This design comes from an exercise in tuning for small area, a short achievable clock period and few clock cycles per item on the open sky130 flow, not from production work.
Only simulation tests tie the RTL to the original design; equivalence was not proved.

==> flow/design.v (outline; a module is shown in full before it is edited, if it fits) <==
// module neuron_visit: 1802 lines
module neuron_visit (
    input  wire        clk,
    input  wire        rst,
    input  wire        cfg_wide,       
    input  wire [6:0]  cfg_step,       
    input  wire        pop_reset,      
    input  wire        pop_clocked,    
    input  wire [3:0]  pop_refract,    
    input  wire [22:0] pop_theta,      
    input  wire [23:0] pop_rest,       
    input  wire [7:0]  pop_d,          
    input  wire [15:0] pop_bias,       
    input  wire        pop_gated,      
    output wire [6:0]  f_addr,
    input  wire [24:0] f_data,
    input  wire        in_valid,
    output wire        in_ready,
    input  wire [63:0] in_rec,
    input  wire [31:0] in_acc,
    input  wire [31:0] in_late,
    input  wire        in_touched,
    output wire        out_valid,
    input  wire        out_ready,
    output wire [63:0] out_rec,
    output wire [3:0]  out_n,
    output wire        out_rest,
    output wire        out_refr_drop,
    output wire        out_gated,
    output wire        out_sat,
    output wire        out_clip
);
  // ...
==> flow/flow/run.sh <==
#!/bin/bash
# Standard layout, with two changes to how it is made (the SDC is unchanged):
# repair_timing is asked for extra setup slack so that the layout is optimised
# toward the period the design can reach, and the port buffers are plain
# buffers (buf_1) rather than the smallest-drive cell buffer_ports picks.
set -euo pipefail
MARGIN=$(cat flow/margin.txt)
bash standard.sh SETUP_SLACK_MARGIN=$MARGIN "BUFFER_PORTS_ARGS=-buffer_cell sky130_fd_sc_hd__buf_1" finish > flow_standard.log 2>&1
==> flow/flow/margin.txt <==
18.0
==> flow/standard.sh <==
#!/bin/bash
# synth_recipe.tcl (not shown) runs the flow's synth.tcl, then flattens the netlist and writes it again
# the make line also repeats each setting of config.mk as NAME=value (left out here)
make -C /OpenROAD-flow-scripts/flow DESIGN_CONFIG=/design/flow/config.mk WORK_HOME=/design/flow/orfs CLKGATE_MAP_FILE= SYNTH_SCRIPT=/design/flow/synth_recipe.tcl "${@:-finish}"
==> flow/config.mk <==
export PLATFORM = sky130hd
export DESIGN_NAME = neuron_visit
export DESIGN_NICKNAME = neuron_visit
export VERILOG_FILES = /design/flow/design.v
export SDC_FILE = /design/flow/constraint.sdc
export NUM_CORES = 4
export LEC_CHECK = 0
export ABC_CLOCK_PERIOD_IN_PS = 6000
export CAP_MARGIN = 20
export CORE_MARGIN = 2
export CORE_UTILIZATION = 60
export SLEW_MARGIN = 20
==> flow/constraint.sdc <==
create_clock -name core_clock -period 24.0 [get_ports {clk}]
set_input_delay 4.8000 -clock core_clock [delete_from_list [all_inputs] [get_ports {clk}]]
set_output_delay 4.8000 -clock core_clock [all_outputs]
set_load 0.01 [all_outputs]
==> impl_metrics.py, run 1 <==
metrics = {
    "finish": {
        "nClkBuffers": 110,
        "nFlopsAndLatches": 760,
        "final_cell_mix": "edfxtp_1 (609), inv_1 (602), xnor2_1 (455)",
        "final-clk-cell-share_pct": 3.96,
        "nNetsFinal": 6960,
        "design_area_sq_um": 66600,
        "syn2layout_area_growth_pct": 12.3,
        "final-nonclk-buf-share_pct": 4.67,
        "n_antenna_cell": 1,
        "fillers": 7691,
        "seq_share_pct": 32.0,
    },
    "critical_path": {
        "cp-start-kind": "flop",
        "worstRegToRegCells": 27,
        "criticalPathCategory": "flop to output port",
        "endpoint": "out_rec[2]",
        "arrival_ns": 1.33,
        "cpPeakStageDelay_ns": 0.48,
        "cp-startpoint": "o_sat$_DFFE_PP_",
        "crit_chain": "buf_1",
    },
    "global_routing": {
        "grt_pass1_vias": 43257,
        "top_usage_layer": "met2",
        "overflow": 0,
        "grt_pass1_wl_microns": 251000,
        "track_usage_pct": 32.1,
        "gr-usage-met2_pct": 50.4,
    },
    "timing": {
        "relSlewSlack_pct": 13.5,
        "max_freq_mhz": 163,
    },
    "synth": {
        "synth_compound_area_share_pct": 14.5,
        "synth_top_area_share_pct": 30.8,
        "synth_mux_area_share_pct": 1.80,
        "synth_area_leaders": "edfxtp_1 (31%), fa_1 (15%), ha_1 (9.2%), xnor2_1 (6.8%), a22oi_1 (5.6%)",
        "synth_commonest_cells": "inv_1 (611), edfxtp_1 (609), xnor2_1 (462), fa_1 (450), a22oi_1 (443)",
        "netlist-cell-type-count": 96,
        "synth_top_area_cell": "edfxtp_1",
        "synthArstFlopShare_pct": 0,
    },
    "status": {
        "status": "finished clean",
    },
    "clock_network": {
        "insertion_delay_ns": 0.68,
        "cts_hold_buffers": 0,
    },
    "place": {
        "port_buffers": 318,
        "globalplace.congestion": 0.947,
        "placed_area_sq_um": 61700,
    },
}
Testbench counts, summed over its fixed seeds: cycles 16,384, items 16,000.
==> run 2: changes to the inputs <==
--- a/flow/design.v
+++ b/flow/design.v
@@ -31,44 +31,43 @@
 );
     reg               c_wide;
     reg        [6:0]  c_step;
     reg               c_reset;
     reg               c_clocked;
     reg        [3:0]  c_refract;
     reg        [22:0] c_theta;
     reg        [24:0] c_th3;       
-    reg        [23:0] c_rest;
     reg        [23:0] c_rsat;      
     reg        [3:0]  c_bo, c_bt, c_bn;    
     reg               c_d7;                
     reg        [15:0] c_bias;      
     reg               c_gated;
     reg               c_vge;       
     wire [8:0] dx = {pop_d, 1'b0};
     wire [3:0] d_bo, d_bt, d_bn;
     genvar di;
     generate
         for (di = 0; di < 4; di = di + 1) begin : g_dbooth
             assign d_bo[di] = dx[2*di+1] ^ dx[2*di];
             assign d_bt[di] = (dx[2*di+2] & ~dx[2*di+1] & ~dx[2*di]) | (~dx[2*di+2] & dx[2*di+1] & dx[2*di]);
             assign d_bn[di] = dx[2*di+2] & ~(dx[2*di+1] & dx[2*di]);
         end
     endgenerate
+    wire rs_clamp = ~cfg_wide & ~(&pop_rest[23:15]) & (|pop_rest[23:15]);
     always @(posedge clk) begin
         c_wide    <= cfg_wide;
         c_step    <= cfg_step;
         c_reset   <= pop_reset;
         c_clocked <= pop_clocked;
         c_refract <= pop_refract;
         c_theta   <= pop_theta;
         c_th3     <= {2'b00, c_theta} + {1'b0, c_theta, 1'b0};
-        c_rest    <= pop_rest;
-        c_rsat    <= (c_wide || c_rest[23:15] == 9'h000 || c_rest[23:15] == 9'h1FF) ? c_rest :
-                     c_rest[23] ? 24'hFF8000 : 24'h007FFF;
+        c_rsat    <= {rs_clamp ? {9{pop_rest[23]}}  : pop_rest[23:15],
+                      rs_clamp ? {15{~pop_rest[23]}} : pop_rest[14:0]};
         c_bo      <= d_bo;
         c_bt      <= d_bt;
         c_bn      <= d_bn;
         c_d7      <= pop_d[7];
         c_bias    <= pop_clocked ? pop_bias : 16'd0;
         c_gated   <= pop_gated;
         c_vge     <= cfg_wide | (pop_theta[22:15] == 8'd0);
     end
@@ -114,22 +113,27 @@
     reg        [1:0]  p1_age;
     always @(posedge clk) begin
         if (adv_r) begin
             p1_v    <= cfg_wide ? in_rec[63:40] : {{8{in_rec[31]}}, in_rec[31:16]};
             p1_rb   <= cfg_wide ? in_rec[39:24] : 16'd0;
             p1_acc  <= in_acc;
             p1_late <= in_late;
             p1_tch  <= in_touched;
-            p1_k    <= cfg_step - in_rec[15:9];
+            p1_k    <= k_in;
             p1_refr <= in_rec[8:5];
             p1_age  <= in_rec[1:0];
         end
     end
-    assign f_addr = p1_k;
+    wire [6:0] k_in = cfg_step - in_rec[15:9];
+    wire       adv_n = ~cnt_n[1];
+    reg  [6:0] fa_r;
+    always @(posedge clk)
+        fa_r <= adv_n ? (adv_r ? k_in : p1_k) : (adv_r ? p1_k : p2_k);
+    assign f_addr = fa_r;
     wire        restf   = (p1_age == 2'd1) & ~p1_k[6];
     wire        rested  = p1_age[1] | restf;
     wire        hit     = ~rested & (p1_refr != 4'd0) & (p1_k <= {3'd0, p1_refr});
     wire [3:0]  refr_n  = hit ? (p1_refr - p1_k[3:0]) : 4'd0;
     wire w_lb0_0 = ((c_bo[0] & p1_late[0]) | (c_bt[0] & 1'b0)) ^ c_bn[0];
     wire w_lb0_1 = ((c_bo[0] & p1_late[1]) | (c_bt[0] & p1_late[0])) ^ c_bn[0];
     wire w_lb0_2 = ((c_bo[0] & p1_late[2]) | (c_bt[0] & p1_late[1])) ^ c_bn[0];
     wire w_lb0_3 = ((c_bo[0] & p1_late[3]) | (c_bt[0] & p1_late[2])) ^ c_bn[0];
@@ -560,36 +564,30 @@
     wire [40:0] lt_a = {lt_w212, lt_w291, lt_w289, lt_w287, lt_w285, lt_w283, lt_w281, lt_w279, lt_w277, lt_w275, lt_w273, lt_w271, lt_w269, lt_w267, lt_w265, lt_w263, lt_w261, lt_w259, lt_w257, lt_w255, lt_w253, lt_w251, lt_w249, lt_w247, lt_w245, lt_w243, lt_w241, lt_w239, lt_w237, lt_w235, lt_w233, lt_w231, lt_w229, lt_w227, lt_w225, lt_w223, lt_w221, lt_w219, lt_w217, lt_w215, w_lb0_0};
     wire [40:0] lt_b = {lt_w292, lt_w290, lt_w288, lt_w286, lt_w284, lt_w282, lt_w280, lt_w278, lt_w276, lt_w274, lt_w272, lt_w270, lt_w268, lt_w266, lt_w264, lt_w262, lt_w260, lt_w258, lt_w256, lt_w254, lt_w252, lt_w250, lt_w248, lt_w246, lt_w244, lt_w242, lt_w240, lt_w238, lt_w236, lt_w234, lt_w232, lt_w230, lt_w228, lt_w226, lt_w224, lt_w222, lt_w220, lt_w218, lt_w216, lt_w214, lt_w213};
     wire [40:0] lt_sum = lt_a + lt_b;
     reg        [23:0] p2_v;
     reg        [15:0] p2_rb;
     reg        [32:0] p2_lt;       
     reg               p2_restf, p2_drop, p2_gtd, p2_test, p2_rst, p2_hit;
     reg        [3:0]  p2_refr;
-    reg        [24:0] p2_f;        
-    reg               p2_fv;
+    reg        [6:0]  p2_k;
     always @(posedge clk) begin
         if (adv_r) begin
             p2_v     <= rested ? 24'd0 : p1_v;
             p2_rb    <= p1_rb;
             p2_lt    <= lt_sum[40:8];
             p2_hit   <= hit;
             p2_restf <= restf;
             p2_rst   <= rested;
             p2_drop  <= hit & p1_tch;
             p2_gtd   <= ~hit & c_gated & p1_tch;
             p2_test  <= ~hit & ~c_gated;
             p2_refr  <= refr_n;
-        end
-        if (adv_r)
-            p2_fv <= 1'b0;
-        else if (!p2_fv) begin
-            p2_fv <= 1'b1;
-            p2_f  <= f_data;
+            p2_k     <= p1_k;
         end
     end
     wire [24:0] vx = {p2_v, 1'b0};
     wire [11:0] bo, bt, bn;
     genvar gi;
     generate
         for (gi = 0; gi < 12; gi = gi + 1) begin : g_booth
             assign bo[gi] = vx[2*gi+1] ^ vx[2*gi];
@@ -725,17 +723,17 @@
     reg        [3:0]  p3_refr;
     always @(posedge clk) begin
         if (adv_r) begin
             p3_bo    <= bo;
             p3_bt    <= bt;
             p3_bn    <= bn;
             p3_vs    <= p2_v[23];
             p3_vsx   <= p2_v[23] & ~bn[11];
-            p3_f     <= p2_fv ? p2_f : f_data;
+            p3_f     <= f_data;
             p3_rb    <= p2_rb;
             p3_inp   <= ip_sum;
             p3_restf <= p2_restf;
             p3_drop  <= p2_drop;
             p3_gtd   <= p2_gtd;
             p3_test  <= p2_test;
             p3_refr  <= p2_refr;
         end
==> flow/flow/margin.txt (replaced) <==
17.75
==> flow/config.mk (replaced) <==
export PLATFORM = sky130hd
export DESIGN_NAME = neuron_visit
export DESIGN_NICKNAME = neuron_visit
export VERILOG_FILES = /design/flow/design.v
export SDC_FILE = /design/flow/constraint.sdc
export NUM_CORES = 4
export LEC_CHECK = 0
export ABC_CLOCK_PERIOD_IN_PS = 6000
export CAP_MARGIN = 20
export CORE_MARGIN = 2
export CORE_UTILIZATION = 50
export CTS_BUF_LIST = sky130_fd_sc_hd__clkbuf_4 sky130_fd_sc_hd__clkbuf_8
export SLEW_MARGIN = 20
==> impl_metrics.py, run 2 <==
metrics = {
    "detailed_routing": {
        "final_antenna_net_count": 0,
        "vias_per_cell": 5.69,
        "drcViolationCount": 0,
        "wl_per_cell_microns": 21.3,
        "dr.first_iter.drc_count": 3343,
        "drt-total-wl_microns": 157000,
        "first_pass_iters": 6,
        "vias": 42018,
    },
    "critical_path": {
        "cp_top_family": "flip-flops",
        "criticalPathCategory": "flop to output port",
        "crit_buf_inv": 1,
        "crit_chain": "clkbuf_2",
        "arrival_ns": 1.43,
        "cp-start-kind": "flop",
        "critPathSlowestCell": "edfxtp_1",
        "path_max_fanout": 2,
        "endpoint_kind": "output port",
        "cpPeakStageDelay_ns": 0.45,
        "required_ns": 19.20,
    },
    "timing": {
        "whs_ns": 0.335,
        "hold_viol": 0,
        "fin_crit_ns": 6.23,
        "setup_tns_ns": 0,
        "max_freq_mhz": 161,
        "post-route-period-util_pct": 25.9,
        "tightest_slew_ns": 1.31,
        "setup_viol": 0,
        "fin_skew_ns": 0.0988,
        "slew_viol_final": 0,
        "rsz0062_at_grt": "yes",
        "relSlewSlack_pct": 12.7,
    },
    "synth": {
        "synth_commonest_cells": "inv_1 (603), edfxtp_1 (577), xnor2_1 (461), fa_1 (450), a22oi_1 (440)",
        "syn-cell-area_sq_um": 58200,
        "synth_edf_count": 577,
        "syn_inst": 5474,
        "synth-seq-cells": 724,
        "seq_area_frac_synth_pct": 34.8,
        "syn_area_per_cell_sq_um": 10.6,
        "synth_warnings": 1,
        "synthArstFlopShare_pct": 0,
        "netlist-cell-type-count": 93,
        "yosysMostFrequentCell": "inv_1",
        "synth_area_leaders": "edfxtp_1 (30%), fa_1 (15%), ha_1 (9.3%), xnor2_1 (6.9%), a22oi_1 (5.7%)",
        "synth_top_area_cell": "edfxtp_1",
        "synth_top_area_share_pct": 29.8,
        "synth_top_flop_cell": "edfxtp_1",
    },
    "floorplanning": {
        "die_w_microns": 345,
        "core_area_sq_um": 116000,
        "start_util_pct": 50.3,
        "die-area_sq_um": 119000,
        "die_h_microns": 345,
        "io_pins": 326,
        "num_rows": 125,
    },
    "job": {
        "maxCapViolations": 0,
    },
    "clock_network": {
        "cts_hold_buffers": 0,
        "clkTransAtPathRegs_ns": 0.07,
        "htree_levels": 3,
        "cts_max_path_buffers": 3,
        "insertion_delay_ns": 0.88,
        "cts_tree": "done",
        "numCtsBuffers": 121,
        "clock-sinks": 724,
        "root_buffer": "clkbuf_8",
    },
    "global_routing": {
        "track_usage_pct": 26.1,
        "grt_pass1_wl_microns": 243000,
        "overflow": 0,
        "antenna_found_initial": 4,
        "grt_max_degree": 159,
        "grt_pass1_vias": 42293,
    },
    "min_path": {
        "hold_class": "flop to flop",
    },
    "finish": {
        "syn2layout_area_growth_pct": 11.0,
        "drive_gt1_share_pct": 10.3,
        "final_cell_mix": "inv_1 (596), edfxtp_1 (577), xnor2_1 (456)",
        "top_regs": "o_hi x48, s_hi x48",
        "nNetsFinal": 6878,
        "layout_commonest_cell": "inv_1",
    },
    "status": {
        "status": "finished clean",
    },
    "place": {
        "hpwl_microns": 114000,
        "port_buffers": 318,
        "globalplace.congestion": 0.935,
    },
}
run 2: layout make-up:
cell class / instances / area [sq um]
sequential: 724 / 20300
clock inverter: 69 / 619
antenna: 3 / 7.51
inverter: 611 / 2320
multi-input combinational: 3833 / 35000
timing repair buffer: 459 / 2490
fill: 10192 / 51200
tap: 1524 / 1910
clock buffer: 161 / 2050
run 2: routing by layer:
layer | GRT usage, % | share of wire (%)
met1 | 35.1 | 43
met2 | 42.3 | 46
met3 | 4.02 | 6.2
met4 | 10.4 | 4.1
met5 | 0 | 0.012
run 2: logic make-up after synthesis:
family,share of synthesized area [%]
muxes,1.82
buffers and inverters,6.00
adders and majority gates,24.8
DFF,34.8
xor gates and xnor gates,9.29
AOI/OAI and AO/OA,14.4
other,0.00644
and+or+nand+nor,8.86
run 2: timing repair:
item                       4_1_cts  5_1_grt
gates cloned                     1        2
setup endpoints to repair      121      113
gates resized for setup         81       77
buffers inserted                11       28
pin swaps                        7       15
run 2: final timing paths:
path                          startpoint            endpoint  slack, ns  cells after the start
setup / recovery         o_sat$_DFFE_PP_             out_sat      17.77                      1
hold / removal        p4_rb[1]$_DFFE_PP_  p5_rb[1]$_DFFE_PP_       0.33                      0
setup reg to reg  p5_qa[0]$_SDFFCE_PP1P_  o_hi[33]$_DFFE_PP_      17.91                     24
hold reg to reg       p4_rb[1]$_DFFE_PP_  p5_rb[1]$_DFFE_PP_       0.33                      0
run 2: per-stage QoR:
step	cells	setup WS (ns)	utilization [%]	cell area (sq um)
6_report	7384	17.77	55.8	64700
5_1_grt	7382	17.67	55.8	64700
4_1_cts	7350	17.65	55.3	64100
3_5_place_dp	7108	16.56	52.7	61100
3_3_place_gp	7107	16.63	52.7	61000
2_1_floorplan	5477	17.62	-	58400
Testbench counts of run 2, summed over its fixed seeds: cycles 16,384, items 16,000.
==> run 3: changes to the inputs <==
--- a/flow/config.mk
+++ b/flow/config.mk
@@ -10,4 +10,3 @@
 export CORE_MARGIN = 2
 export CORE_UTILIZATION = 50
-export CTS_BUF_LIST = sky130_fd_sc_hd__clkbuf_4 sky130_fd_sc_hd__clkbuf_8
 export SLEW_MARGIN = 20
==> impl_metrics.py, run 3 <==
metrics = {
    "finish": {
        "syn2layout_area_growth_pct": 11.4,
        "regArea_sq_um": 20300,
        "nNetsFinal": 6840,
        "design_area_sq_um": 64900,
        "final_cell_mix": "inv_1 (598), edfxtp_1 (577), xnor2_1 (456)",
        "instances_no_fill": 7306,
        "top_regs": "o_hi x48, s_hi x48",
        "multiInputGateArea_sq_um": 35000,
        "fillers": 10094,
        "drive_gt1_share_pct": 8.63,
        "layout_commonest_cell": "inv_1",
    },
    "detailed_routing": {
        "drcViolationCount": 0,
        "wl_per_cell_microns": 21.5,
        "dr.first_iter.drc_count": 3297,
        "final_antenna_net_count": 0,
        "vias_per_cell": 5.72,
        "first_pass_iters": 8,
        "drt-total-wl_microns": 157000,
        "vias": 41818,
    },
    "global_routing": {
        "grt_pass1_vias": 42039,
        "grt_max_degree": 159,
        "grt_pass1_wl_microns": 242000,
        "antenna_found_initial": 4,
        "overflow": 0,
        "track_usage_pct": 26.0,
    },
    "floorplanning": {
        "core_area_sq_um": 116000,
        "start_util_pct": 50.3,
        "die_h_microns": 345,
        "io_pins": 326,
        "die_w_microns": 345,
        "num_rows": 125,
        "die-area_sq_um": 119000,
    },
    "clock_network": {
        "clock-sinks": 724,
        "numCtsBuffers": 82,
        "cts_tree": "done",
        "cts_hold_buffers": 0,
        "cts_max_path_buffers": 3,
        "clkTransAtPathRegs_ns": 0.06,
        "htree_levels": 3,
        "insertion_delay_ns": 0.70,
        "root_buffer": "clkbuf_16",
    },
    "critical_path": {
        "cp-start-kind": "input pin",
        "r2r_end": "o_hi[33]$_DFFE_PP_",
        "critPathSlowestCell": "fa_2",
        "path_max_fanout": 2,
        "crit_chain": "buf_1, inv_8, ha_4, fa_2, nor2b_1, o21ai_1, nand2b_1, a21o_1, a21oi_2, xnor2_1, nand2_1, o21ai_1, mux2_4",
        "crit_buf_inv": 2,
        "criticalPathCategory": "input pin to flop",
        "endpoint": "fa_r[6]$_DFF_P_",
        "cp.depth": 13,
        "cp-startpoint": "cfg_step[0]",
        "cp_top_family": "adder cells",
        "reg2reg_slack_ns": 17.93,
        "cpPeakStageDelay_ns": 0.37,
        "endpoint_kind": "flop",
        "arrival_ns": 6.68,
        "reg2reg_from": "p5_qa[1]$_SDFFCE_PP1P_",
        "required_ns": 24.57,
        "worstRegToRegCells": 25,
        "cpMostUsedCell": "o21ai_1",
    },
    "timing": {
        "setup_viol": 0,
        "slew_viol_final": 0,
        "post-route-period-util_pct": 25.4,
        "hold_viol": 0,
        "setup_tns_ns": 0,
        "max_freq_mhz": 164,
        "fin_skew_ns": 0.0357,
        "tightest_slew_ns": 1.29,
        "rsz0062_at_grt": "yes",
        "fin_crit_ns": 6.11,
        "relSlewSlack_pct": 14.1,
    },
    "synth": {
        "syn_inst": 5474,
        "yosysMostFrequentCell": "inv_1",
        "synth_top_area_cell": "edfxtp_1",
        "synth_warnings": 1,
        "synth_commonest_cells": "inv_1 (603), edfxtp_1 (577), xnor2_1 (461), fa_1 (450), a22oi_1 (440)",
        "synth_top_area_share_pct": 29.8,
        "seq_area_frac_synth_pct": 34.8,
        "synth-seq-cells": 724,
        "synth_edf_count": 577,
        "syn_area_per_cell_sq_um": 10.6,
        "synth_top_flop_cell": "edfxtp_1",
        "netlist-cell-type-count": 93,
        "synthArstFlopShare_pct": 0,
        "synth_area_leaders": "edfxtp_1 (30%), fa_1 (15%), ha_1 (9.3%), xnor2_1 (6.9%), a22oi_1 (5.7%)",
        "syn-cell-area_sq_um": 58200,
    },
    "place": {
        "hpwl_microns": 114000,
        "dp.cells": 7108,
        "globalplace.congestion": 0.935,
        "placed_area_sq_um": 61100,
        "port_buffers": 318,
    },
    "min_path": {
        "min_path_cells": 0,
        "min_from": "p4_rb[9]$_DFFE_PP_",
        "hold_class": "flop to flop",
    },
    "status": {
        "status": "finished clean",
    },
    "job": {
        "maxCapViolations": 0,
    },
}
==> run 3: cell counts after synthesis <==
Identical to the previous run, type by type.
==> run 3: cell families (layout without fill, tap and decap cells) <==
| family | count (synthesis) | count (layout) | synth area share (%) |
|---|---|---|---|
| and+or+nand+nor | 1015 | 1015 | 8.86 |
| other | 1 | 5 | 0.00644 |
| muxes | 96 | 96 | 1.82 |
| DFF | 724 | 724 | 34.8 |
| xor gates and xnor gates | 617 | 617 | 9.29 |
| buffers and inverters | 921 | 1223 | 6.00 |
| adders and majority gates | 884 | 884 | 24.8 |
| AOI/OAI and AO/OA | 1216 | 1218 | 14.4 |
==> run 3: worst min path at each step <==
| stage | to | slack [ns] |
|---|---|---|
| final | p5_rb[9]$_DFFE_PP_ | 0.41 |
| after floorplan | p2_rb[0]$_DFFE_PP_ | 0.40 |
| after global routing | p5_rb[6]$_DFFE_PP_ | 0.42 |
| after detailed placement | p2_rb[12]$_DFFE_PP_ | 0.40 |
| after CTS | p4_rb[15]$_DFFE_PP_ | 0.42 |
| after global placement | p2_rb[13]$_DFFE_PP_ | 0.40 |
==> run 3: cell type report <==
cell class,instances,area share [%]
Antenna cell,1,0.00386
Clock buffer,104,3.40
Clock inverter,49,1.14
Inverter,611,3.57
Multi-Input combinational cell,3834,54.0
Sequential cell,724,31.3
Tap cell,1524,2.94
Timing Repair Buffer,459,3.72
==> run 3: routing by layer <==
| metal | vias to the layer above | global-route usage (%) | share of wire, % |
|---|---|---|---|
| li1 | 19492 | - | - |
| met1 | 20523 | 35.4 | 43 |
| met2 | 1473 | 41.8 | 46 |
| met3 | 328 | 3.72 | 5.8 |
| met4 | 2 | 11.0 | 4.6 |
| met5 | - | 0 | 0.012 |
==> run 3: timing repair <==
item,in CTS,in global routing
cloned,0,2
buffers inserted,9,32
gates resized for setup,50,59
hold endpoints to repair,0,0
endpoints found under the setup margin,87,99
pin swaps,6,16
==> run 3: through the flow <==
stage / util, % / hold slack (ns) / worst slack, ns
6_report: 56.0 / 0.413 / 17.89
5_1_grt: 56.0 / 0.421 / 17.74
4_1_cts: 55.5 / 0.415 / 17.75
3_5_place_dp: 52.7 / 0.405 / 16.56
3_3_place_gp: 52.7 / 0.401 / 16.63
2_1_floorplan: - / 0.400 / 17.62
==> run 4: changes to the inputs <==
==> flow/flow/margin.txt (replaced) <==
17.85
--- a/flow/config.mk
+++ b/flow/config.mk
@@ -10,3 +10,4 @@
 export CORE_MARGIN = 2
 export CORE_UTILIZATION = 50
+export PLACE_DENSITY = 0.75
 export SLEW_MARGIN = 20
==> impl_metrics.py, run 4 <==
metrics = {
    "clock_network": {
        "root_buffer": "clkbuf_16",
        "clock-sinks": 724,
        "clkTransAtPathRegs_ns": 0.06,
        "cts_hold_buffers": 0,
        "numCtsBuffers": 80,
        "htree_levels": 3,
        "insertion_delay_ns": 0.71,
        "cts_max_path_buffers": 3,
        "cts_tree": "done",
    },
    "place": {
        "port_buffers": 318,
        "dp_slack_ns": 16.89,
        "hpwl_microns": 111000,
        "globalplace.congestion": 0.937,
    },
    "floorplanning": {
        "core_area_sq_um": 116000,
        "die_h_microns": 345,
        "die_w_microns": 345,
        "die-area_sq_um": 119000,
        "num_rows": 125,
        "start_util_pct": 50.3,
        "io_pins": 326,
    },
    "finish": {
        "nNetsFinal": 6816,
        "n_antenna_cell": 0,
        "syn2layout_area_growth_pct": 10.9,
        "drive_gt1_share_pct": 8.67,
        "final_cell_mix": "inv_1 (598), edfxtp_1 (577), xnor2_1 (454)",
        "top_regs": "o_hi x48, s_hi x48",
        "layout_commonest_cell": "inv_1",
    },
    "status": {
        "status": "finished clean",
    },
    "timing": {
        "setup_viol": 0,
        "relSlewSlack_pct": 13.5,
        "fin_crit_ns": 6.09,
        "post-route-period-util_pct": 25.4,
        "tightest_slew_ns": 1.30,
        "worst_slack_ns": 17.91,
        "slew_viol_final": 0,
        "hold_viol": 0,
        "setup_tns_ns": 0,
        "rsz0062_at_grt": "no",
        "max_freq_mhz": 164,
        "fin_skew_ns": 0.0361,
    },
    "synth": {
        "synth_top_flop_cell": "edfxtp_1",
        "synth_edf_count": 577,
        "synth_top_area_share_pct": 29.8,
        "synth-seq-cells": 724,
        "yosysMostFrequentCell": "inv_1",
        "synth_commonest_cells": "inv_1 (603), edfxtp_1 (577), xnor2_1 (461), fa_1 (450), a22oi_1 (440)",
        "syn_inst": 5474,
        "netlist-cell-type-count": 93,
        "seq_area_frac_synth_pct": 34.8,
        "syn-cell-area_sq_um": 58200,
        "synth_warnings": 1,
        "syn_area_per_cell_sq_um": 10.6,
        "synth_area_leaders": "edfxtp_1 (30%), fa_1 (15%), ha_1 (9.3%), xnor2_1 (6.9%), a22oi_1 (5.7%)",
        "synth_top_area_cell": "edfxtp_1",
        "synthArstFlopShare_pct": 0,
    },
    "detailed_routing": {
        "route.met3.wl_microns": 12900,
        "dr.first_iter.drc_count": 4120,
        "wl_met2_microns": 71800,
        "m1WireLength_microns": 62000,
        "vias": 42737,
        "first_pass_iters": 6,
        "drt-total-wl_microns": 154000,
        "final_antenna_net_count": 0,
        "vias_per_cell": 5.87,
        "wl_per_cell_microns": 21.2,
        "top_layer": "met4",
        "drcViolationCount": 0,
    },
    "global_routing": {
        "track_usage_pct": 25.3,
        "grt_pass1_wl_microns": 239000,
        "grt_pass1_vias": 42976,
        "grt_max_degree": 159,
        "overflow": 0,
        "antenna_found_initial": 2,
    },
    "critical_path": {
        "arrival_ns": 1.29,
        "cp-start-kind": "flop",
        "crit_buf_inv": 1,
        "path_max_fanout": 1,
        "crit_chain": "clkbuf_2",
        "critPathSlowestCell": "edfxtp_1",
        "cp_top_family": "flip-flops",
        "required_ns": 19.20,
        "criticalPathCategory": "flop to output port",
        "cpPeakStageDelay_ns": 0.45,
        "endpoint_kind": "output port",
    },
    "min_path": {
        "hold_class": "flop to flop",
    },
    "job": {
        "maxCapViolations": 0,
    },
}
## run 4: cell counts after synthesis
No cell type changed its count.
## run 4: final timing paths
kind                           from  depth (start not counted)  slack, ns            endpoint
min          p1_rb[0]$_SDFFCE_PN0P_                          0       0.40  p2_rb[0]$_DFFE_PP_
min reg2reg  p1_rb[0]$_SDFFCE_PN0P_                          0       0.40  p2_rb[0]$_DFFE_PP_
max              o_hi[16]$_DFFE_PP_                          1      17.91         out_rec[32]
max reg2reg      p3_f[15]$_DFFE_PP_                         18      17.94      p4_c$_DFFE_PP_
## run 4: routing by layer
layer	global-route usage, %	up-vias
met2	41.5	2126
li1	-	19439
met5	0	-
met3	4.64	476
met4	10.9	0
met1	33.0	20696
## run 4: per-stage QoR
stage / instances / cell area (sq um) / utilization (%) / hold WS, ns
final: 7277 / 64600 / 55.7 / 0.400
after global routing: 7277 / 64600 / 55.7 / 0.422
after floorplan: 5477 / 58400 / - / 0.400
after detailed placement: 7082 / 60900 / 52.5 / 0.405
after CTS: 7241 / 63900 / 55.1 / 0.408
after global placement: 7082 / 60900 / 52.5 / 0.400
## run 4: layout make-up
| type | instances | area (sq um) |
|---|---|---|
| multi-input cells | 3833 | 35100 |
| inverters | 611 | 2310 |
| clock inverters | 47 | 557 |
| fillers | 9778 | 51300 |
| repair buffers | 438 | 2230 |
| well taps | 1524 | 1910 |
| clock buffers | 100 | 2160 |
| flip-flops and latches | 724 | 20300 |
## run 4: timing repair
action,in CTS,in global routing
setup endpoints to repair,89,104
buffers inserted,12,33
cloned,0,2
pin swaps,5,24
endpoints found under the hold margin,0,0
resized for setup,50,85
## run 4: kinds of logic after synthesis
kind of cell | count (synthesis) | share of synthesized area, %
compound gates | 1216 | 14.4
xor+xnor | 617 | 9.29
fa+ha+maj | 884 | 24.8
simple gates | 1015 | 8.86
buf+inv | 921 | 6.00
flops | 724 | 34.8
other cells | 1 | 0.00644
mux | 96 | 1.82
==> run 5: changes to the inputs <==
--- a/flow/config.mk
+++ b/flow/config.mk
@@ -7,7 +7,6 @@
 export LEC_CHECK = 0
 export ABC_CLOCK_PERIOD_IN_PS = 6000
-export CAP_MARGIN = 20
+export CAP_MARGIN = 10
 export CORE_MARGIN = 2
 export CORE_UTILIZATION = 50
-export PLACE_DENSITY = 0.75
-export SLEW_MARGIN = 20
+export SLEW_MARGIN = 10
==> impl_metrics.py, run 5 <==
metrics = {
    "status": {
        "status": "finished clean",
    },
    "detailed_routing": {
        "first_pass_iters": 6,
        "dr.first_iter.drc_count": 3731,
        "drcViolationCount": 0,
        "vias_per_cell": 5.79,
        "wl_per_cell_microns": 21.8,
        "vias": 42320,
        "final_antenna_net_count": 0,
        "drt-total-wl_microns": 159000,
    },
    "critical_path": {
        "crit_buf_inv": 1,
        "endpoint_kind": "output port",
        "critPathSlowestCell": "edfxtp_1",
        "path_max_fanout": 1,
        "cpPeakStageDelay_ns": 0.45,
        "arrival_ns": 1.29,
        "crit_chain": "clkbuf_2",
        "required_ns": 19.20,
        "cp-start-kind": "flop",
        "criticalPathCategory": "flop to output port",
        "cp_top_family": "flip-flops",
    },
    "timing": {
        "setup_viol": 0,
        "setup_tns_ns": 0,
        "whs_ns": 0.416,
        "tightest_slew_ns": 1.33,
        "rsz0062_at_grt": "yes",
        "post-route-period-util_pct": 25.4,
        "relSlewSlack_pct": 11.1,
        "slew_viol_final": 0,
        "hold_viol": 0,
        "max_freq_mhz": 164,
        "fin_crit_ns": 6.09,
        "fin_skew_ns": 0.0316,
    },
    "synth": {
        "synth_warnings": 1,
        "syn_inst": 5474,
        "synth_top_area_share_pct": 29.8,
        "yosysMostFrequentCell": "inv_1",
        "synth_edf_count": 577,
        "syn-cell-area_sq_um": 58200,
        "synth_top_flop_cell": "edfxtp_1",
        "synthArstFlopShare_pct": 0,
        "syn_area_per_cell_sq_um": 10.6,
        "netlist-cell-type-count": 93,
        "synth_top_area_cell": "edfxtp_1",
        "seq_area_frac_synth_pct": 34.8,
        "synth-seq-cells": 724,
        "synth_commonest_cells": "inv_1 (603), edfxtp_1 (577), xnor2_1 (461), fa_1 (450), a22oi_1 (440)",
        "synth_area_leaders": "edfxtp_1 (30%), fa_1 (15%), ha_1 (9.3%), xnor2_1 (6.9%), a22oi_1 (5.7%)",
    },
    "clock_network": {
        "cts_max_path_buffers": 3,
        "cts_hold_buffers": 0,
        "clock-sinks": 724,
        "numCtsBuffers": 82,
        "insertion_delay_ns": 0.69,
        "cts_tree": "done",
        "htree_levels": 3,
        "clkTransAtPathRegs_ns": 0.06,
        "root_buffer": "clkbuf_16",
    },
    "finish": {
        "layout_commonest_cell": "inv_1",
        "nNetsFinal": 6846,
        "instances_no_fill": 7314,
        "fillers": 10156,
        "multiInputGateArea_sq_um": 35200,
        "drive_gt1_share_pct": 9.26,
        "syn2layout_area_growth_pct": 11.6,
        "final_cell_mix": "inv_1 (598), edfxtp_1 (577), xnor2_1 (448)",
        "top_regs": "o_hi x48, s_hi x48",
        "design_area_sq_um": 65000,
        "fin_util_pct": 56.1,
        "regArea_sq_um": 20300,
    },
    "floorplanning": {
        "core_area_sq_um": 116000,
        "num_rows": 125,
        "die_w_microns": 345,
        "start_util_pct": 50.3,
        "die-area_sq_um": 119000,
        "die_h_microns": 345,
        "io_pins": 326,
    },
    "place": {
        "placed_area_sq_um": 61000,
        "hpwl_microns": 115000,
        "dp.cells": 7099,
        "globalplace.congestion": 0.918,
        "port_buffers": 318,
    },
    "global_routing": {
        "track_usage_pct": 26.1,
        "grt_pass1_wl_microns": 243000,
        "overflow": 0,
        "antenna_found_initial": 6,
        "grt_pass1_vias": 41932,
        "grt_max_degree": 79,
    },
    "min_path": {
        "hold_class": "flop to flop",
    },
    "job": {
        "maxCapViolations": 0,
    },
}
run 5: cell counts after synthesis:
No cell type changed its count.
run 5: repair_timing:
| item | in CTS | in global routing |
|---|---|---|
| hold endpoints to repair | 0 | 0 |
| gates resized for setup | 57 | 111 |
| setup endpoints to repair | 95 | 102 |
| buffers inserted | 7 | 46 |
| gates cloned | 0 | 6 |
| pin swaps | 9 | 34 |
run 5: worst register-to-register path, stage by stage, from the launching register on:
cell	delay [ns]
edfxtp_1	0.43
buf_12	0.18
nor2b_2	0.18
buf_6	0.18
a22oi_1	0.22
ha_1	0.31
a21o_1	0.17
a21o_1	0.20
a21oi_2	0.17
inv_1	0.07
a21oi_2	0.21
o21bai_2	0.11
xor2_2	0.18
buf_4	0.16
ha_2	0.31
nand4_1	0.12
nor2_2	0.06
and3_1	0.19
a211oi_4	0.36
nand3_2	0.14
a221o_1	0.44
a41oi_2	0.24
buf_6	0.22
o31ai_1	0.11
o22ai_1	0.55
o21ai_0	0.19
run 5: layout make-up:
type,instances,share of cell area [%]
inverters,611,3.55
flip-flops and latches,724,31.2
diodes,2,0.00770
well taps,1524,2.93
multi-input cells,3835,54.2
clock buffers,108,3.43
repair buffers,464,3.76
clock inverters,46,0.878
run 5: worst paths after layout:
kind,start,slack [ns],to,depth (start not counted)
setup reg to reg,p5_qa[1]$_SDFFCE_PP1P_,18.00,o_hi[36]$_DFFE_PP_,25
hold reg to reg,p3_refr[3]$_DFFE_PP_,0.42,p4_refr[3]$_DFFE_PP_,0
hold / removal,p3_refr[3]$_DFFE_PP_,0.42,p4_refr[3]$_DFFE_PP_,0
setup / recovery,o_hi[14]$_DFFE_PP_,17.91,out_rec[30],1
run 5: logic make-up after synthesis:
logic type	after synthesis	synth area share, %
compound gates	1216	14.4
xor+xnor	617	9.29
fa+ha+maj	884	24.8
buf+inv	921	6.00
flops	724	34.8
mux	96	1.82
other cells	1	0.00644
simple gates	1015	8.86
run 5: per-stage QoR:
step                worst slack (ns)
finish                         17.91
global route                   17.75
CTS                            17.83
detailed placement             16.78
global placement               16.84
floorplan                      17.62
run 5: layer usage:
metal	share of wire, %	GRT usage [%]	routed length (microns)	vias to the layer above
met4	4.4	10.3	6950	2
met3	6.9	3.98	11000	404
met1	42	35.4	67000	20658
met5	0.0082	0	13	-
met2	47	42.3	74300	1734
li1	-	-	-	19522
==> run 6: changes to the inputs <==
--- a/flow/config.mk
+++ b/flow/config.mk
@@ -7,6 +7,6 @@
 export LEC_CHECK = 0
 export ABC_CLOCK_PERIOD_IN_PS = 6000
-export CAP_MARGIN = 10
+export CAP_MARGIN = 20
 export CORE_MARGIN = 2
 export CORE_UTILIZATION = 50
-export SLEW_MARGIN = 10
+export SLEW_MARGIN = 20
==> impl_metrics.py, run 6 <==
metrics = {
    "status": {
        "status": "finished clean",
    },
    "clock_network": {
        "insertion_delay_ns": 0.69,
        "htree_levels": 3,
        "clock-sinks": 724,
        "clkTransAtPathRegs_ns": 0.07,
        "cts_max_path_buffers": 3,
        "root_buffer": "clkbuf_16",
        "cts_tree": "done",
        "numCtsBuffers": 81,
    },
    "finish": {
        "layout_commonest_cell": "inv_1",
        "final_cell_mix": "inv_1 (597), edfxtp_1 (577), xnor2_1 (450)",
        "syn2layout_area_growth_pct": 11.3,
        "fillers": 10187,
        "drive_gt1_share_pct": 8.99,
        "top_regs": "o_hi x48, s_hi x48",
        "design_area_sq_um": 64800,
        "nNetsFinal": 6837,
        "instances_no_fill": 7302,
        "fin_util_pct": 55.9,
    },
    "global_routing": {
        "grt_pass1_wl_microns": 243000,
        "track_usage_pct": 26.2,
        "antenna_found_initial": 8,
        "grt_max_degree": 79,
        "overflow": 0,
        "grt_pass1_vias": 41884,
    },
    "synth": {
        "synth_top_flop_cell": "edfxtp_1",
        "syn-cell-area_sq_um": 58200,
        "seq_area_frac_synth_pct": 34.8,
        "synth_warnings": 1,
        "yosysMostFrequentCell": "inv_1",
        "syn_area_per_cell_sq_um": 10.6,
        "synthArstFlopShare_pct": 0,
        "synth_commonest_cells": "inv_1 (603), edfxtp_1 (577), xnor2_1 (461), fa_1 (450), a22oi_1 (440)",
        "syn_inst": 5474,
        "synth_top_area_share_pct": 29.8,
        "synth_top_area_cell": "edfxtp_1",
        "netlist-cell-type-count": 93,
        "synth-seq-cells": 724,
        "synth_edf_count": 577,
        "synth_area_leaders": "edfxtp_1 (30%), fa_1 (15%), ha_1 (9.3%), xnor2_1 (6.9%), a22oi_1 (5.7%)",
    },
    "place": {
        "dp.cells": 7099,
        "placed_area_sq_um": 61000,
        "globalplace.congestion": 0.918,
        "port_buffers": 318,
        "hpwl_microns": 114000,
    },
    "timing": {
        "hold_viol": 0,
        "fin_crit_ns": 6.12,
        "rsz0062_at_grt": "yes",
        "setup_tns_ns": 0,
        "max_freq_mhz": 163,
        "slew_viol_final": 0,
        "fin_skew_ns": 0.0705,
        "tightest_slew_ns": 1.29,
        "post-route-period-util_pct": 25.5,
        "setup_viol": 0,
        "relSlewSlack_pct": 13.9,
    },
    "critical_path": {
        "criticalPathCategory": "flop to output port",
        "cp-start-kind": "flop",
        "crit_chain": "clkbuf_2",
        "reg2reg_slack_ns": 18.02,
        "crit_buf_inv": 1,
        "required_ns": 19.20,
        "path_max_fanout": 1,
        "arrival_ns": 1.32,
        "critPathSlowestCell": "edfxtp_1",
        "endpoint_kind": "output port",
        "cpPeakStageDelay_ns": 0.46,
        "cp_top_family": "flip-flops",
    },
    "floorplanning": {
        "die_w_microns": 345,
        "die-area_sq_um": 119000,
        "io_pins": 326,
        "start_util_pct": 50.3,
        "die_h_microns": 345,
        "num_rows": 125,
        "core_area_sq_um": 116000,
    },
    "detailed_routing": {
        "vias": 42075,
        "dr.first_iter.drc_count": 3531,
        "final_antenna_net_count": 0,
        "first_pass_iters": 7,
        "wl_per_cell_microns": 21.7,
        "drt-total-wl_microns": 159000,
        "vias_per_cell": 5.76,
        "drcViolationCount": 0,
    },
    "job": {
        "maxCapViolations": 0,
    },
    "min_path": {
        "hold_class": "flop to flop",
    },
}
[run 6: routing by layer]
layer / wire length, microns / vias to the layer above / track usage, %
met5: 0 / - / 0
met4: 6740 / 0 / 11.0
met3: 11300 / 389 / 3.58
met2: 73900 / 1733 / 42.5
met1: 66800 / 20469 / 35.3
li1: - / 19484 / -
[run 6: final cells by class]
| cell class | instances | area, sq um | share of cell area (%) |
|---|---|---|---|
| well taps | 1524 | 1910 | 2.94 |
| flip-flops and latches | 724 | 20300 | 31.3 |
| clock buffers | 110 | 2220 | 3.42 |
| inverters | 611 | 2310 | 3.56 |
| multi-input cells | 3835 | 35100 | 54.2 |
| clock inverters | 40 | 604 | 0.933 |
| repair buffers | 456 | 2340 | 3.61 |
| diodes | 2 | 5.00 | 0.00772 |
[run 6: logic make-up after synthesis]
family,after synthesis,share of synthesized area [%]
AO/OA/AOI/OAI,1216,14.4
XOR/XNOR,617,9.29
adder cells (fa/ha/maj),884,24.8
buffers and inverters,921,6.00
flip-flops,724,34.8
multiplexers,96,1.82
other,1,0.00644
AND/OR/NAND/NOR,1015,8.86
[run 6: final timing paths]
check                     startpoint  cells past startpoint            endpoint
setup reg to reg  p3_bn[3]$_DFFE_PP_                     16      p4_c$_DFFE_PP_
hold / removal    p3_rb[3]$_DFFE_PP_                      0  p4_rb[3]$_DFFE_PP_
hold reg to reg   p3_rb[3]$_DFFE_PP_                      0  p4_rb[3]$_DFFE_PP_
setup / recovery  o_hi[14]$_DFFE_PP_                      1         out_rec[30]
[run 6: stage by stage]
stage,worst slack [ns],hold WS [ns]
global route,17.75,0.380
floorplan,17.62,0.400
CTS,17.80,0.360
global placement,16.84,0.401
finish,17.88,0.361
detailed placement,16.83,0.405
[run 6: timing repair]
item	in CTS	in global routing
gates cloned	0	4
buffers inserted	8	38
gates resized for setup	52	92
pin swaps	8	19
endpoints found under the setup margin	97	107
hold buffers	0	0
==> run 7: changes to the inputs <==
==> flow/flow/margin.txt (replaced) <==
17.95
--- a/flow/config.mk
+++ b/flow/config.mk
@@ -10,3 +10,5 @@
 export CORE_MARGIN = 2
 export CORE_UTILIZATION = 50
+export CTS_CLUSTER_DIAMETER = 60
+export CTS_CLUSTER_SIZE = 10
 export SLEW_MARGIN = 20
==> impl_metrics.py, run 7 <==
metrics = {
    "global_routing": {
        "grt_pass1_vias": 42137,
        "grt_pass1_wl_microns": 244000,
        "antenna_found_initial": 2,
        "overflow": 0,
        "grt_max_degree": 86,
        "track_usage_pct": 26.2,
    },
    "finish": {
        "regArea_sq_um": 20300,
        "syn2layout_area_growth_pct": 12.5,
        "fillers": 10084,
        "nNetsFinal": 6876,
        "top_regs": "o_hi x48, s_hi x48",
        "layout_commonest_cell": "inv_1",
        "final_cell_mix": "inv_1 (593), edfxtp_1 (577), xnor2_1 (453)",
        "n_antenna_cell": 0,
        "drive_gt1_share_pct": 10.6,
        "multiInputGateArea_sq_um": 35300,
    },
    "detailed_routing": {
        "first_pass_iters": 6,
        "vias": 42274,
        "vias_per_cell": 5.75,
        "dr.first_iter.drc_count": 3548,
        "wl_per_cell_microns": 21.6,
        "drt-total-wl_microns": 159000,
        "final_antenna_net_count": 0,
        "drcViolationCount": 0,
    },
    "min_path": {
        "min_from": "p3_rb[13]$_DFFE_PP_",
        "hold_class": "flop to flop",
        "min_path_cells": 0,
        "hold_path_end": "p4_rb[13]$_DFFE_PP_",
    },
    "synth": {
        "synth_commonest_cells": "inv_1 (603), edfxtp_1 (577), xnor2_1 (461), fa_1 (450), a22oi_1 (440)",
        "synthArstFlopShare_pct": 0,
        "seq_area_frac_synth_pct": 34.8,
        "yosysMostFrequentCell": "inv_1",
        "synth_area_leaders": "edfxtp_1 (30%), fa_1 (15%), ha_1 (9.3%), xnor2_1 (6.9%), a22oi_1 (5.7%)",
        "synth_top_area_share_pct": 29.8,
        "synth_top_area_cell": "edfxtp_1",
        "netlist-cell-type-count": 93,
        "syn-cell-area_sq_um": 58200,
        "synth-seq-cells": 724,
        "syn_inst": 5474,
        "synth_top_flop_cell": "edfxtp_1",
        "synth_edf_count": 577,
        "synth_warnings": 1,
        "syn_area_per_cell_sq_um": 10.6,
    },
    "clock_network": {
        "numCtsBuffers": 97,
        "clock-sinks": 724,
        "clkTransAtPathRegs_ns": 0.06,
        "htree_levels": 3,
        "insertion_delay_ns": 0.71,
        "root_buffer": "clkbuf_16",
        "cts_max_path_buffers": 3,
        "cts_tree": "done",
        "cts_hold_buffers": 0,
    },
    "timing": {
        "relSlewSlack_pct": 13.9,
        "max_freq_mhz": 163,
        "tightest_slew_ns": 1.26,
        "hold_viol": 0,
        "worst_slack_ns": 17.86,
        "setup_tns_ns": 0,
        "fin_skew_ns": 0.0298,
        "fin_crit_ns": 6.14,
        "slew_viol_final": 0,
        "setup_viol": 0,
        "rsz0062_at_grt": "yes",
        "post-route-period-util_pct": 25.6,
    },
    "critical_path": {
        "cp-start-kind": "flop",
        "crit_buf_inv": 1,
        "reg2reg_slack_ns": 18.03,
        "cpPeakStageDelay_ns": 0.46,
        "cp-startpoint": "o_hi[45]$_DFFE_PP_",
        "path_max_fanout": 1,
        "worstRegToRegCells": 24,
        "crit_chain": "buf_1",
        "critPathSlowestCell": "edfxtp_1",
        "required_ns": 19.20,
        "cp_top_family": "flip-flops",
        "reg2reg_from": "p4_a[4]$_DFFE_PP_",
        "criticalPathCategory": "flop to output port",
        "r2r_end": "p5_clip$_DFFE_PP_",
        "cp.depth": 1,
        "arrival_ns": 1.34,
        "endpoint_kind": "output port",
    },
    "floorplanning": {
        "num_rows": 125,
        "start_util_pct": 50.3,
        "core_area_sq_um": 116000,
        "die_h_microns": 345,
        "die_w_microns": 345,
        "die-area_sq_um": 119000,
        "io_pins": 326,
    },
    "place": {
        "port_buffers": 318,
        "hpwl_microns": 114000,
        "dp_slack_ns": 16.23,
        "globalplace.congestion": 0.908,
    },
    "job": {
        "maxCapViolations": 0,
    },
    "status": {
        "status": "finished clean",
    },
}
==> run 7: metrics by stage <==
step	utilization (%)	std cells	hold slack, ns	area (sq um)
final	56.5	7354	0.412	65500
after global routing	56.5	7354	0.414	65500
after CTS	55.7	7305	0.409	64600
after detailed placement	52.7	7102	0.405	61000
after global placement	52.7	7102	0.401	61000
after floorplan	-	5477	0.400	58400
==> run 7: logic make-up (layout without fill, tap and decap cells) <==
family	Yosys count	after routing	share of synthesized area [%]
AND/OR/NAND/NOR	1015	1016	8.86
AO/OA/AOI/OAI	1216	1217	14.4
other	1	4	0.00644
multiplexers	96	96	1.82
XOR/XNOR	617	617	9.29
flip-flops	724	724	34.8
adder cells (fa/ha/maj)	884	884	24.8
buffers and inverters	921	1272	6.00
==> run 7: routing by layer <==
metal  part of all wire [%]  global-route usage [%]  up-vias
met5                      0                       0        -
met4                    4.3                    10.7        0
met3                    7.0                    4.42      376
met2                     46                    42.6     1622
met1                     42                    35.0    20680
li1                       -                       -    19596
==> run 7: worst max path at each step <==
stage and to:
6_report out_rec[61], 5_1_grt out_rec[29], 4_1_cts out_rec[40], 3_5_place_dp o_hi[37]$_DFFE_PP_, 3_3_place_gp o_hi[37]$_DFFE_PP_, 2_1_floorplan fa_r[6]$_DFF_P_
==> run 7: repair_timing <==
action | 4_1_cts | 5_1_grt
gates resized for setup | 121 | 134
cloned | 1 | 6
pin swaps | 14 | 36
setup endpoints to repair | 148 | 172
setup buffers | 21 | 40
==> run 7: final cells by class <==
type | instances | area share, %
tap | 1524 | 2.91
multi-input combinational | 3834 | 53.8
timing repair buffer | 480 | 4.16
sequential | 724 | 31.0
clock inverter | 33 | 0.567
clock buffer | 148 | 4.03
inverter | 611 | 3.54
==> run 8: changes to the inputs <==
--- a/flow/config.mk
+++ b/flow/config.mk
@@ -10,5 +10,5 @@
 export CORE_MARGIN = 2
 export CORE_UTILIZATION = 50
-export CTS_CLUSTER_DIAMETER = 60
-export CTS_CLUSTER_SIZE = 10
+export CTS_CLUSTER_DIAMETER = 80
+export CTS_CLUSTER_SIZE = 25
 export SLEW_MARGIN = 20
==> impl_metrics.py, run 8 <==
metrics = {
    "critical_path": {
        "cp_top_family": "flip-flops",
        "arrival_ns": 1.32,
        "path_max_fanout": 1,
        "worstRegToRegCells": 26,
        "reg2reg_from": "p5_qa[1]$_SDFFCE_PP1P_",
        "reg2reg_slack_ns": 18.07,
        "cp-startpoint": "o_hi[45]$_DFFE_PP_",
        "criticalPathCategory": "flop to output port",
        "crit_chain": "buf_1",
        "crit_buf_inv": 1,
        "endpoint": "out_rec[61]",
        "critPathSlowestCell": "edfxtp_1",
        "required_ns": 19.20,
        "cp.depth": 1,
        "cpPeakStageDelay_ns": 0.47,
        "cp-start-kind": "flop",
        "r2r_end": "o_hi[43]$_DFFE_PP_",
        "endpoint_kind": "output port",
    },
    "synth": {
        "seq_area_frac_synth_pct": 34.8,
        "syn_area_per_cell_sq_um": 10.6,
        "synth_top_area_cell": "edfxtp_1",
        "synthXorXnorAreaFrac_pct": 9.29,
        "synth_area_leaders": "edfxtp_1 (30%), fa_1 (15%), ha_1 (9.3%), xnor2_1 (6.9%), a22oi_1 (5.7%)",
        "synth_top_flop_cell": "edfxtp_1",
        "syn_inst": 5474,
        "synth_fa_ha_area_share_pct": 24.8,
        "synthArstFlopShare_pct": 0,
        "synth_edf_count": 577,
        "yosys.area_share.simple_pct": 8.86,
        "syn-cell-area_sq_um": 58200,
        "synth_commonest_cells": "inv_1 (603), edfxtp_1 (577), xnor2_1 (461), fa_1 (450), a22oi_1 (440)",
        "synth_mux_area_share_pct": 1.82,
        "synth_top_family_by_area": "adder cells",
        "netlist-cell-type-count": 93,
        "synth_compound_area_share_pct": 14.4,
        "yosysMostFrequentCell": "inv_1",
        "synth_warnings": 1,
        "synth-seq-cells": 724,
        "synth_top_area_share_pct": 29.8,
    },
    "detailed_routing": {
        "drcViolationCount": 0,
        "top_layer": "met4",
        "first_pass_iters": 6,
        "wl_per_cell_microns": 21.7,
        "vias": 41790,
        "wl_met2_microns": 73400,
        "m1WireLength_microns": 67500,
        "vias_per_cell": 5.76,
        "route.met3.wl_microns": 9830,
        "final_antenna_net_count": 0,
        "dr.first_iter.drc_count": 3563,
        "drt-total-wl_microns": 157000,
    },
    "floorplanning": {
        "start_util_pct": 50.3,
        "die-area_sq_um": 119000,
        "die_h_microns": 345,
        "die_w_microns": 345,
        "core_area_sq_um": 116000,
        "num_rows": 125,
        "io_pins": 326,
    },
    "timing": {
        "setup_viol": 0,
        "rsz0062_at_grt": "yes",
        "whs_ns": 0.401,
        "post-route-period-util_pct": 25.5,
        "hold_viol": 0,
        "setup_tns_ns": 0,
        "fin_crit_ns": 6.12,
        "tightest_slew_ns": 1.20,
        "relSlewSlack_pct": 19.8,
        "slew_viol_final": 0,
        "max_freq_mhz": 164,
        "worst_slack_ns": 17.88,
        "fin_skew_ns": 0.0355,
    },
    "place": {
        "port_buffers": 318,
        "hpwl_microns": 114000,
        "placed_area_sq_um": 61000,
        "globalplace.congestion": 0.908,
        "dp_slack_ns": 16.23,
    },
    "clock_network": {
        "cts_hold_buffers": 0,
        "cts_tree": "done",
        "cts_max_path_buffers": 3,
        "insertion_delay_ns": 0.68,
        "clkTransAtPathRegs_ns": 0.10,
        "htree_levels": 2,
        "root_buffer": "clkbuf_16",
        "clock-sinks": 724,
        "numCtsBuffers": 48,
    },
    "global_routing": {
        "track_usage_pct": 25.9,
        "grt_pass1_vias": 41581,
        "overflow": 0,
        "grt_max_degree": 86,
        "antenna_found_initial": 4,
        "grt_pass1_wl_microns": 242000,
    },
    "min_path": {
        "hold_class": "flop to flop",
    },
    "finish": {
        "syn2layout_area_growth_pct": 10.2,
        "drive_gt1_share_pct": 9.65,
        "n_antenna_cell": 0,
        "final_cell_mix": "inv_1 (596), edfxtp_1 (577), xnor2_1 (454)",
        "layout_commonest_cell": "inv_1",
        "design_area_sq_um": 64200,
        "top_regs": "o_hi x48, s_hi x48",
        "fillers": 10161,
        "nNetsFinal": 6822,
    },
    "status": {
        "status": "finished clean",
    },
    "job": {
        "maxCapViolations": 0,
    },
}
run 8: cell families after synthesis:
logic type | Yosys count
compound gates | 1216
xor+xnor | 617
fa+ha+maj | 884
buf+inv | 921
flops | 724
mux | 96
other cells | 1
simple gates | 1015
run 8: metal layers:
metal / vias up / global-route usage [%]
met5: - / 0
met4: 0 / 10.2
met3: 328 / 3.18
met2: 1552 / 42.4
met1: 20493 / 35.0
li1: 19417 / -
run 8: worst min-delay path by stage:
stage	startpoint	to	slack, ns	cells after the start
floorplan	p1_rb[0]$_SDFFCE_PN0P_	p2_rb[0]$_DFFE_PP_	0.40	0
global placement	p1_rb[9]$_SDFFCE_PN0P_	p2_rb[9]$_DFFE_PP_	0.40	0
detailed placement	p1_rb[10]$_SDFFCE_PN0P_	p2_rb[10]$_DFFE_PP_	0.40	0
CTS	p1_rb[10]$_SDFFCE_PN0P_	p2_rb[10]$_DFFE_PP_	0.40	0
global route	p4_rb[1]$_DFFE_PP_	p5_rb[1]$_DFFE_PP_	0.41	0
finish	p1_rb[10]$_SDFFCE_PN0P_	p2_rb[10]$_DFFE_PP_	0.40	0
run 8: timing repair:
action | CTS | global route
pin swaps | 13 | 34
setup buffers | 18 | 38
setup endpoints to repair | 142 | 166
gates cloned | 1 | 6
gates resized for setup | 123 | 130
run 8: area by class of cell:
| class | instances | area, sq um | share of cell area, % |
|---|---|---|---|
| timing repair buffer | 474 | 2660 | 4.15 |
| sequential | 724 | 20300 | 31.6 |
| clock buffer | 61 | 1270 | 1.98 |
| multi-input combinational | 3835 | 35300 | 55.0 |
| clock inverter | 27 | 418 | 0.651 |
| inverter | 611 | 2320 | 3.62 |
| tap | 1524 | 1910 | 2.97 |
run 8: per-stage QoR:
step / cells / utilization (%)
6_report: 7256 / 55.4
5_1_grt: 7256 / 55.4
4_1_cts: 7209 / 54.6
3_5_place_dp: 7102 / 52.7
3_3_place_gp: 7102 / 52.7
2_1_floorplan: 5477 / -
==> run 9: changes to the inputs <==
--- a/flow/config.mk
+++ b/flow/config.mk
@@ -10,5 +10,5 @@
 export CORE_MARGIN = 2
 export CORE_UTILIZATION = 50
-export CTS_CLUSTER_DIAMETER = 80
-export CTS_CLUSTER_SIZE = 25
+export CTS_CLUSTER_DIAMETER = 100
+export CTS_CLUSTER_SIZE = 30
 export SLEW_MARGIN = 20
==> impl_metrics.py, run 9 <==
metrics = {
    "clock_network": {
        "clkTransAtPathRegs_ns": 0.11,
        "cts_tree": "done",
        "clock-sinks": 724,
        "htree_levels": 2,
        "cts_max_path_buffers": 3,
        "numCtsBuffers": 39,
        "insertion_delay_ns": 0.67,
        "root_buffer": "clkbuf_16",
    },
    "detailed_routing": {
        "final_antenna_net_count": 0,
        "top_layer": "met4",
        "drcViolationCount": 0,
        "vias_per_cell": 5.74,
        "dr.first_iter.drc_count": 3412,
        "route.met3.wl_microns": 9880,
        "vias": 41526,
        "m1WireLength_microns": 67500,
        "wl_met2_microns": 73100,
        "first_pass_iters": 7,
        "wl_per_cell_microns": 21.6,
        "drt-total-wl_microns": 156000,
    },
    "critical_path": {
        "cp_top_family": "flip-flops",
        "cp-start-kind": "flop",
        "crit_chain": "buf_1",
        "criticalPathCategory": "flop to output port",
        "cpPeakStageDelay_ns": 0.48,
        "path_max_fanout": 1,
        "endpoint_kind": "output port",
        "crit_buf_inv": 1,
        "critPathSlowestCell": "edfxtp_1",
        "required_ns": 19.20,
        "arrival_ns": 1.30,
    },
    "global_routing": {
        "antenna_found_initial": 3,
        "track_usage_pct": 25.8,
        "grt_max_degree": 86,
        "grt_pass1_vias": 41427,
        "grt_pass1_wl_microns": 241000,
        "overflow": 0,
    },
    "finish": {
        "nNetsFinal": 6804,
        "drive_gt1_share_pct": 9.13,
        "final_cell_mix": "inv_1 (597), edfxtp_1 (577), xnor2_1 (454)",
        "syn2layout_area_growth_pct": 9.20,
        "instances_no_fill": 7229,
        "n_antenna_cell": 0,
        "design_area_sq_um": 63600,
        "layout_commonest_cell": "inv_1",
        "top_regs": "o_hi x48, s_hi x48",
    },
    "synth": {
        "synth_top_area_share_pct": 29.8,
        "synth_commonest_cells": "inv_1 (603), edfxtp_1 (577), xnor2_1 (461), fa_1 (450), a22oi_1 (440)",
        "synth-seq-cells": 724,
        "synthArstFlopShare_pct": 0,
        "netlist-cell-type-count": 93,
        "synth_area_leaders": "edfxtp_1 (30%), fa_1 (15%), ha_1 (9.3%), xnor2_1 (6.9%), a22oi_1 (5.7%)",
        "syn_area_per_cell_sq_um": 10.6,
        "seq_area_frac_synth_pct": 34.8,
        "synth_top_area_cell": "edfxtp_1",
        "syn-cell-area_sq_um": 58200,
        "synth_edf_count": 577,
        "syn_inst": 5474,
        "synth_top_flop_cell": "edfxtp_1",
        "yosysMostFrequentCell": "inv_1",
        "synth_warnings": 1,
    },
    "timing": {
        "max_freq_mhz": 164,
        "slew_viol_final": 0,
        "worst_slack_ns": 17.90,
        "whs_ns": 0.415,
        "setup_viol": 0,
        "fin_skew_ns": 0.0612,
        "fin_crit_ns": 6.10,
        "setup_tns_ns": 0,
        "post-route-period-util_pct": 25.4,
        "relSlewSlack_pct": 17.9,
        "rsz0062_at_grt": "yes",
        "tightest_slew_ns": 1.20,
        "hold_viol": 0,
    },
    "place": {
        "dp_slack_ns": 16.23,
        "globalplace.congestion": 0.908,
        "port_buffers": 318,
        "placed_area_sq_um": 61000,
        "hpwl_microns": 114000,
        "dp.cells": 7102,
    },
    "job": {
        "maxCapViolations": 0,
    },
    "floorplanning": {
        "die-area_sq_um": 119000,
        "die_w_microns": 345,
        "num_rows": 125,
        "die_h_microns": 345,
        "start_util_pct": 50.3,
        "core_area_sq_um": 116000,
        "io_pins": 326,
    },
    "min_path": {
        "hold_class": "flop to flop",
    },
    "status": {
        "status": "finished clean",
    },
}
run 9: cell families after synthesis:
logic type / Yosys count / share of synthesized area [%]
xor+xnor: 617 / 9.29
compound gates: 1216 / 14.4
buf+inv: 921 / 6.00
other cells: 1 / 0.00644
simple gates: 1015 / 8.86
mux: 96 / 1.82
flops: 724 / 34.8
fa+ha+maj: 884 / 24.8
run 9: what timing repair did:
action | 4_1_cts | 5_1_grt
setup endpoints to repair | 139 | 169
pin swaps | 11 | 27
cloned | 1 | 3
setup buffers | 20 | 30
hold buffers | 0 | 0
resized for setup | 107 | 132
run 9: worst paths after layout:
kind	from	endpoint	slack, ns	cells after the start
min	p2_restf$_DFFE_PP_	p3_restf$_DFFE_PP_	0.41	0
max reg2reg	p5_qa[1]$_SDFFCE_PP1P_	o_hi[43]$_DFFE_PP_	18.09	27
min reg2reg	p2_restf$_DFFE_PP_	p3_restf$_DFFE_PP_	0.41	0
max	o_hi[45]$_DFFE_PP_	out_rec[61]	17.90	1
run 9: routing by layer:
metal | up-vias | global-route usage, %
met5 | - | 0
met4 | 0 | 9.40
met3 | 303 | 3.70
met2 | 1446 | 42.3
met1 | 20403 | 35.0
li1 | 19374 | -
run 9: metrics by stage:
step                utilization, %
floorplan                        -
global placement              52.7
detailed placement            52.7
CTS                           54.2
global route                  54.9
finish                        54.9
run 9: final cells by class:
type	count	area, sq um
clock inverter	21	305
fill	10210	52300
multi-input combinational	3834	35200
sequential	724	20300
inverter	611	2320
timing repair buffer	466	2580
clock buffer	49	1010
tap	1524	1910

==> afterwards: timing with drivers on the ports <==
Ports are ideal in the flow. The routed layouts listed here were re-timed in OpenROAD. Step 1 sets driving cells, clkbuf_16 on the clock port and buf_2 on the other inputs (assumed; they add their load-dependent delay and slew). Step 2 times the ports against the registers' clock, not the clock port: input delays grow and output delays shrink by t, the midpoint of the rising clock arrivals with the driver on. Three values: ideal ports, drivers, drivers and shift; two values: the first two.
run	shift t [ns]	slack for setup (ns)	worst setup path after step 2	clock arrival spread, ns
run 1	0.739	17.873 / 17.798 / 17.530	input to register	0.076 / 0.076
run 2	0.903	17.775 / 17.698 / 17.159	input to register	0.099 / 0.099
run 3	0.758	17.893 / 17.827 / 17.192	input to register	0.037 / 0.037
run 4	0.764	17.905 / 17.830 / 17.256	input to register	0.041 / 0.041
run 5	0.752	17.911 / 17.834 / 17.266	input to register	0.033 / 0.033
run 6	0.732	17.883 / 17.807 / 17.285	input to register	0.072 / 0.073
run 7	0.771	17.863 / 17.786 / 17.330	input to register	0.030 / 0.030
run 8	0.742	17.884 / 17.805 / 17.355	input to register	0.037 / 0.037
run 9	0.722	17.899 / 17.821 / 17.375	input to register	0.064 / 0.063
After both steps every run listed still meets setup and hold. For run 3, which loses most, drivers alone change the setup slack by -0.066 ns; drivers and shift together by -0.701 ns.
